This design comes from an exercise in tuning for small area on the open sky130 flow, not from production work. Function was checked by simulation only, so behaviour that the tests miss may differ from the original.

==> job 9874 <==
==> flow/design.v (excerpt) <==
module lane_rank_cic (
    input  wire               clk,
    input  wire               rst,
    input  wire [3:0]         cfg_rank_taps,    
    input  wire [2:0]         cfg_cic_order,    
    input  wire               cfg_cic_m,        
    input  wire [16:0]        cfg_cic_ratio,    
    input  wire [17:0]        cfg_cic_gain,     
    input  wire [5:0]         cfg_cic_shift,    
    input  wire               in_valid,
    input  wire signed [15:0] in_data,
    output wire               out_valid,
    output wire signed [15:0] out_data,
    output wire               out_sat
);
Settings: LEC_CHECK=0, CAP_MARGIN=20, CORE_MARGIN=2, CORE_UTILIZATION=40, CTS_CLUSTER_DIAMETER=100, CTS_CLUSTER_SIZE=26, SLEW_MARGIN=20, SYNTH_HIERARCHICAL=1, SYNTH_MINIMUM_KEEP_SIZE=0; clock period 16.0 ns.
run.sh (not shown) runs the stock make flow with config.mk's settings and CLKGATE_MAP_FILE= SYNTH_SCRIPT=/design/flow/synth_recipe.tcl, a recipe that flattens the netlist after the stock synthesis.
==> job 8048: changes against job 9874 <==
--- a/flow/design.v
+++ b/flow/design.v
@@ -75,14 +75,16 @@
         median = 16'sd0;
         for (j = 0; j < 9; j = j + 1) begin
             sel[j] = inc[j] && ahead[4*j +: 4] == {1'b0, half};
             median = median | (win[j] & {16{sel[j]}});
         end
     end
     reg  [3:0]  vd;                  
+    reg  [3:0]  dd;                  
+    reg         ls;                  
     reg  [3:1]  sd;                  
     reg  [15:0] ig [1:5][0:3];
     reg  [2:0]  cy [1:5];            
     wire [5:2]  inj;                 
     assign inj[2] = cfg_cic_order == 3'd4;
     assign inj[3] = cfg_cic_order == 3'd3;
     assign inj[4] = cfg_cic_order == 3'd2;
@@ -97,30 +99,43 @@
                 wire [15:0] add;             
                 if (gs == 1) begin : b1
                     assign add = med & {16{vd[gj]}};
                 end else begin : bn
                     wire [15:0] prev = isum[16*((gs-2)*4+gj) +: 16] ^ {16{INV[gs-1]}};
                     assign add = (inj[gs] ? med : prev) & {16{vd[gj]}};
                 end
-                lane_add16 u_add (
-                    .a  (ig[gs][gj]),
-                    .b  (add ^ {16{INV[gs]}}),
-                    .ci ((gj == 0) ? INV[gs] : cy[gs][gj-1]),
-                    .s  (isum[16*((gs-1)*4+gj) +: 16]),
-                    .co (ico[(gs-1)*4+gj])
-                );
+                wire [15:0] fb = (gs == 5) ? ig[gs][gj] & ~{16{dd[gj] & vd[gj]}} : ig[gs][gj];
+                if (gj == 0) begin : c0
+                    lane_add16k #(.CI(INV[gs])) u_add (
+                        .a  (fb),
+                        .b  (add ^ {16{INV[gs]}}),
+                        .s  (isum[16*((gs-1)*4+gj) +: 16]),
+                        .co (ico[(gs-1)*4+gj])
+                    );
+                end else begin : cn
+                    lane_add16 u_add (
+                        .a  (fb),
+                        .b  (add ^ {16{INV[gs]}}),
+                        .ci (cy[gs][gj-1]),
+                        .s  (isum[16*((gs-1)*4+gj) +: 16]),
+                        .co (ico[(gs-1)*4+gj])
+                    );
+                end
             end
         end
     endgenerate
     always @(posedge clk) begin
         if (rst)
             vd <= 4'd0;
         else
             vd <= {vd[2:0], take};
         sd <= {sd[2:1], median[15]};
+        dd <= {dd[2:0], ls};
+        if (take)
+            ls <= strobe;
         for (s = 1; s <= 5; s = s + 1) begin
             for (j = 0; j < 4; j = j + 1)
                 ig[s][j] <= isum[16*((s-1)*4+j) +: 16];
             cy[s] <= ico[(s-1)*4 +: 3];
         end
     end
     reg         ev;                  
@@ -134,30 +149,38 @@
             pr <= {pr[2:0], ev};
         end
     end
     wire proc  = pr[0] | pr[1] | (l4 & (pr[2] | pr[3]));
     wire plast = l4 ? pr[3] : pr[1];
     wire [15:0] dig = ({16{pr[0]}} & ig[5][0]) | ({16{pr[1]}} & ig[5][1]) |
                       ({16{l4 & pr[2]}} & ig[5][2]) | ({16{l4 & pr[3]}} & ig[5][3]);
-    reg  [15:0] dl [1:5][0:7];
+    reg  [15:0] dl1 [0:3];
+    reg  [15:0] dl [2:5][0:7];
     reg  [5:1]  cw;                  
     wire [5:1]  cco;
     wire [16*6-1:0] u;               
-    wire [5:1]  cact;                
-    assign cact[1] = 1'b1;
+    wire [5:2]  cact;                
     assign cact[2] = cfg_cic_order >= 3'd2;
     assign cact[3] = cfg_cic_order >= 3'd3;
     assign cact[4] = cfg_cic_order >= 3'd4;
     assign cact[5] = cfg_cic_order >= 3'd5;
     wire t0 = cfg_cic_m & l4;        
     wire t4 = cfg_cic_m ^ l4;        
     wire t6 = ~cfg_cic_m & ~l4;      
     assign u[15:0] = dig;
+    wire [15:0] add1 = ({16{cfg_cic_m & l4}} & dl1[0]) | ({16{cfg_cic_m & ~l4}} & dl1[2]);
+    lane_add16 u_add1 (
+        .a  (dig),
+        .b  (add1),
+        .ci (~pr[0] & cw[1]),
+        .s  (u[31:16]),
+        .co (cco[1])
+    );
     generate
-        for (gs = 1; gs <= 5; gs = gs + 1) begin : g_cs
+        for (gs = 2; gs <= 5; gs = gs + 1) begin : g_cs
             wire [15:0] nsub;            
             genvar gb;
             for (gb = 0; gb < 16; gb = gb + 1) begin : g_t
                 lane_aoi222 u_t (
                     .s1 (t0 & cact[gs]), .a (dl[gs][0][gb]),
                     .s2 (t4 & cact[gs]), .b (dl[gs][4][gb]),
                     .s3 (t6 & cact[gs]), .c (dl[gs][6][gb]),
@@ -172,15 +195,18 @@
                 .co (cco[gs])
             );
         end
     endgenerate
     always @(posedge clk) begin
         cw <= cco;
         if (proc) begin
-            for (s = 1; s <= 5; s = s + 1) begin
+            dl1[3] <= dig;
+            for (i = 0; i < 3; i = i + 1)
+                dl1[i] <= dl1[i+1];
+            for (s = 2; s <= 5; s = s + 1) begin
                 dl[s][7] <= u[16*(s-1) +: 16];
                 for (i = 0; i < 7; i = i + 1)
                     dl[s][i] <= dl[s][i+1];
             end
         end
     end
     reg         yv, yfirst, ylast;
@@ -194,18 +220,25 @@
         ylast  <= plast;
         yd     <= u[16*5 +: 16];
     end
     reg  [19:0] g3;
     wire [19:0] g3n;
     wire [18:0] g3c;
     assign g3c[0] = 1'b0;
+    assign g3n[0] = cfg_cic_gain[0];
+    assign g3c[1] = 1'b0;
     generate
-        for (gj = 0; gj < 18; gj = gj + 1) begin : g_g3
-            lane_fa f (.a(cfg_cic_gain[gj]), .b((gj == 0) ? 1'b0 : cfg_cic_gain[gj-1]),
-                       .c(g3c[gj]), .s(g3n[gj]), .co(g3c[gj+1]));
+        for (gj = 1; gj < 18; gj = gj + 1) begin : g_g3
+            if (gj == 1) begin : h
+                lane_ha f (.a(cfg_cic_gain[1]), .b(cfg_cic_gain[0]),
+                           .s(g3n[1]), .co(g3c[2]));
+            end else begin : f
+                lane_fa f (.a(cfg_cic_gain[gj]), .b(cfg_cic_gain[gj-1]),
+                           .c(g3c[gj]), .s(g3n[gj]), .co(g3c[gj+1]));
+            end
         end
     endgenerate
     lane_ha u_g3h (.a(cfg_cic_gain[17]), .b(g3c[18]), .s(g3n[18]), .co(g3n[19]));
     always @(posedge clk)
         g3 <= g3n;
     reg  [18:0] nhi;                 
     reg  [47:0] ndr;                 
@@ -330,14 +363,33 @@
     genvar k;
     generate
         for (k = 0; k < 16; k = k + 1) begin : g_b
             lane_fa f (.a(a[k]), .b(b[k]), .c(c[k]), .s(s[k]), .co(c[k+1]));
         end
     endgenerate
 endmodule
+module lane_add16k #(
+    parameter CI = 1'b0
+) (
+    input  wire [15:0] a,
+    input  wire [15:0] b,
+    output wire [15:0] s,
+    output wire        co
+);
+    wire [16:0] c;
+    assign co = c[16];
+    assign s[0] = a[0] ^ b[0] ^ CI;
+    assign c[1] = CI ? (a[0] | b[0]) : (a[0] & b[0]);
+    genvar k;
+    generate
+        for (k = 1; k < 16; k = k + 1) begin : g_b
+            lane_fa f (.a(a[k]), .b(b[k]), .c(c[k]), .s(s[k]), .co(c[k+1]));
+        end
+    endgenerate
+endmodule
 module lane_fa (
     input  wire a,
     input  wire b,
     input  wire c,
     output wire s,
     output wire co
 );
@@ -364,82 +416,106 @@
     wire [19:0] g1 = {2'b00, g};
     wire [19:0] g2 = {1'b0, g, 1'b0};
     genvar j;
     wire [19:0] npr0;
     wire s1_0 = ~yd[1] & yd[0];
     wire s2_0 = yd[1] & ~yd[0];
     wire s3_0 = yd[1] & yd[0];
+    lane_aoi22 u_p0_0 (.s1(s1_0), .a(g1[0]), .s2(s3_0), .b(g3[0]), .y(npr0[0]));
     generate
-        for (j = 0; j < 20; j = j + 1) begin : g_p0
+        for (j = 1; j < 18; j = j + 1) begin : g_p0
             lane_aoi222 u (.s1(s1_0), .a(g1[j]), .s2(s2_0), .b(g2[j]), .s3(s3_0), .c(g3[j]), .y(npr0[j]));
         end
     endgenerate
+    lane_aoi22 u_p0_18 (.s1(s2_0), .a(g2[18]), .s2(s3_0), .b(g3[18]), .y(npr0[18]));
+    assign npr0[19] = ~(s3_0 & g3[19]);
     wire [19:0] npr1;
     wire s1_1 = ~yd[3] & yd[2];
     wire s2_1 = yd[3] & ~yd[2];
     wire s3_1 = yd[3] & yd[2];
+    lane_aoi22 u_p1_0 (.s1(s1_1), .a(g1[0]), .s2(s3_1), .b(g3[0]), .y(npr1[0]));
     generate
-        for (j = 0; j < 20; j = j + 1) begin : g_p1
+        for (j = 1; j < 18; j = j + 1) begin : g_p1
             lane_aoi222 u (.s1(s1_1), .a(g1[j]), .s2(s2_1), .b(g2[j]), .s3(s3_1), .c(g3[j]), .y(npr1[j]));
         end
     endgenerate
+    lane_aoi22 u_p1_18 (.s1(s2_1), .a(g2[18]), .s2(s3_1), .b(g3[18]), .y(npr1[18]));
+    assign npr1[19] = ~(s3_1 & g3[19]);
     wire [19:0] npr2;
     wire s1_2 = ~yd[5] & yd[4];
     wire s2_2 = yd[5] & ~yd[4];
     wire s3_2 = yd[5] & yd[4];
+    lane_aoi22 u_p2_0 (.s1(s1_2), .a(g1[0]), .s2(s3_2), .b(g3[0]), .y(npr2[0]));
     generate
-        for (j = 0; j < 20; j = j + 1) begin : g_p2
+        for (j = 1; j < 18; j = j + 1) begin : g_p2
             lane_aoi222 u (.s1(s1_2), .a(g1[j]), .s2(s2_2), .b(g2[j]), .s3(s3_2), .c(g3[j]), .y(npr2[j]));
         end
     endgenerate
+    lane_aoi22 u_p2_18 (.s1(s2_2), .a(g2[18]), .s2(s3_2), .b(g3[18]), .y(npr2[18]));
+    assign npr2[19] = ~(s3_2 & g3[19]);
     wire [19:0] npr3;
     wire s1_3 = ~yd[7] & yd[6];
     wire s2_3 = yd[7] & ~yd[6];
     wire s3_3 = yd[7] & yd[6];
+    lane_aoi22 u_p3_0 (.s1(s1_3), .a(g1[0]), .s2(s3_3), .b(g3[0]), .y(npr3[0]));
     generate
-        for (j = 0; j < 20; j = j + 1) begin : g_p3
+        for (j = 1; j < 18; j = j + 1) begin : g_p3
             lane_aoi222 u (.s1(s1_3), .a(g1[j]), .s2(s2_3), .b(g2[j]), .s3(s3_3), .c(g3[j]), .y(npr3[j]));
         end
     endgenerate
+    lane_aoi22 u_p3_18 (.s1(s2_3), .a(g2[18]), .s2(s3_3), .b(g3[18]), .y(npr3[18]));
+    assign npr3[19] = ~(s3_3 & g3[19]);
     wire [19:0] npr4;
     wire s1_4 = ~yd[9] & yd[8];
     wire s2_4 = yd[9] & ~yd[8];
     wire s3_4 = yd[9] & yd[8];
+    lane_aoi22 u_p4_0 (.s1(s1_4), .a(g1[0]), .s2(s3_4), .b(g3[0]), .y(npr4[0]));
     generate
-        for (j = 0; j < 20; j = j + 1) begin : g_p4
+        for (j = 1; j < 18; j = j + 1) begin : g_p4
             lane_aoi222 u (.s1(s1_4), .a(g1[j]), .s2(s2_4), .b(g2[j]), .s3(s3_4), .c(g3[j]), .y(npr4[j]));
         end
     endgenerate
+    lane_aoi22 u_p4_18 (.s1(s2_4), .a(g2[18]), .s2(s3_4), .b(g3[18]), .y(npr4[18]));
+    assign npr4[19] = ~(s3_4 & g3[19]);
     wire [19:0] npr5;
     wire s1_5 = ~yd[11] & yd[10];
     wire s2_5 = yd[11] & ~yd[10];
     wire s3_5 = yd[11] & yd[10];
+    lane_aoi22 u_p5_0 (.s1(s1_5), .a(g1[0]), .s2(s3_5), .b(g3[0]), .y(npr5[0]));
     generate
-        for (j = 0; j < 20; j = j + 1) begin : g_p5
+        for (j = 1; j < 18; j = j + 1) begin : g_p5
             lane_aoi222 u (.s1(s1_5), .a(g1[j]), .s2(s2_5), .b(g2[j]), .s3(s3_5), .c(g3[j]), .y(npr5[j]));
         end
     endgenerate
+    lane_aoi22 u_p5_18 (.s1(s2_5), .a(g2[18]), .s2(s3_5), .b(g3[18]), .y(npr5[18]));
+    assign npr5[19] = ~(s3_5 & g3[19]);
     wire [19:0] npr6;
     wire s1_6 = ~yd[13] & yd[12];
     wire s2_6 = yd[13] & ~yd[12];
     wire s3_6 = yd[13] & yd[12];
+    lane_aoi22 u_p6_0 (.s1(s1_6), .a(g1[0]), .s2(s3_6), .b(g3[0]), .y(npr6[0]));
     generate
-        for (j = 0; j < 20; j = j + 1) begin : g_p6
+        for (j = 1; j < 18; j = j + 1) begin : g_p6
             lane_aoi222 u (.s1(s1_6), .a(g1[j]), .s2(s2_6), .b(g2[j]), .s3(s3_6), .c(g3[j]), .y(npr6[j]));
         end
     endgenerate
+    lane_aoi22 u_p6_18 (.s1(s2_6), .a(g2[18]), .s2(s3_6), .b(g3[18]), .y(npr6[18]));
+    assign npr6[19] = ~(s3_6 & g3[19]);
     wire [19:0] npr7;
     wire s1_7 = ~yd[15] & yd[14];
     wire s2_7 = yd[15] & ~yd[14];
     wire s3_7 = yd[15] & yd[14];
+    lane_aoi22 u_p7_0 (.s1(s1_7), .a(g1[0]), .s2(s3_7), .b(g3[0]), .y(npr7[0]));
     generate
-        for (j = 0; j < 20; j = j + 1) begin : g_p7
+        for (j = 1; j < 18; j = j + 1) begin : g_p7
             lane_aoi222 u (.s1(s1_7), .a(g1[j]), .s2(s2_7), .b(g2[j]), .s3(s3_7), .c(g3[j]), .y(npr7[j]));
         end
     endgenerate
+    lane_aoi22 u_p7_18 (.s1(s2_7), .a(g2[18]), .s2(s3_7), .b(g3[18]), .y(npr7[18]));
+    assign npr7[19] = ~(s3_7 & g3[19]);
     wire m1, m2;
     lane_fa fm1 (.a(npr0[16]), .b(npr1[14]), .c(npr2[12]), .s(m1), .co(m2));
     wire m3, m4;
     lane_fa fm3 (.a(npr0[17]), .b(npr1[15]), .c(npr2[13]), .s(m3), .co(m4));
     wire m5, m6;
     lane_fa fm5 (.a(npr0[18]), .b(npr1[16]), .c(npr2[14]), .s(m5), .co(m6));
     wire m7, m8;
@@ -749,14 +825,23 @@
     input  wire b,
     output wire s,
     output wire co
 );
     assign s  = ~(a ^ b);
     assign co = a | b;
 endmodule
+module lane_aoi22 (
+    input  wire s1,
+    input  wire a,
+    input  wire s2,
+    input  wire b,
+    output wire y
+);
+    assign y = ~((s1 & a) | (s2 & b));
+endmodule
 module lane_aoi222 (
     input  wire s1,
     input  wire a,
     input  wire s2,
     input  wire b,
     input  wire s3,
     input  wire c,
- CORE_UTILIZATION: 40 -> 60
- CTS_CLUSTER_SIZE: 26 -> 32
==> results.txt <==
item	job 9874	job 8048
Minimum period implied by the final worst setup slack	14430 ps	14060 ps
Total length of routed wires	138000 µm	136000 µm
Capture endpoint of the worst hold path	ndr[6]	dd[0]
Fraction of met2 tracks used by global routing	0.268	0.408
Status	finished clean	finished clean
Via count of the first global-routing pass	36258	36154
Final hold slack	353 ps	362 ps
Reg-to-reg endpoint	ig[16][15]	cy[5][0]
Core Area	0.154 mm²	0.100 mm²
Non-Filler Instances	6377	5673
Count of plain and timing-repair buffers	193	195
Non-clock buffer share	0.0253	0.0260
Part of the Yosys area used for sequential elements	0.551	0.532
Fillers	13779	7498
Crit share post-route	0.902	0.879
Post-synthesis simple-gate area fraction	0.0646	0.0765
Crit path launch	kr[1]	kr[2]
Mean Syn Cell Area	15.0 µm²	14.5 µm²

port drivers added, routing unchanged:
No port has a modelled driver above. Below, the same layouts with a new extraction and two added sets of constraints.
Step 1 (the two cells are an assumption about what drives the block):
set clk [get_ports {clk}]
set_driving_cell -lib_cell sky130_fd_sc_hd__clkbuf_16 $clk
set_driving_cell -lib_cell sky130_fd_sc_hd__buf_2 [delete_from_list [all_inputs] $clk]
Step 2, shift: input delay + t, output delay - t, t = (earliest + latest rising clock arrival at the registers) / 2. This alone moves slack from input paths to output paths.
a / b / c = no drivers / after step 1 / after step 2; a / b = the first two.
| run | t (ns) | setup WS [ns] | worst setup path at the end | worst data-port slew with drivers (ns) |
|---|---|---|---|---|
| job 9874 | 0.793 | 1.575 / 1.575 / 0.932 | input to register | 0.15 |
| job 8048 | 0.751 | 1.937 / 1.937 / 1.292 | input to register | 0.18 |
After both steps setup and hold are still met in every run listed. The setup slack of job 8048, which loses most, moves by 0.000 ns with the drivers and by -0.645 ns with both steps.
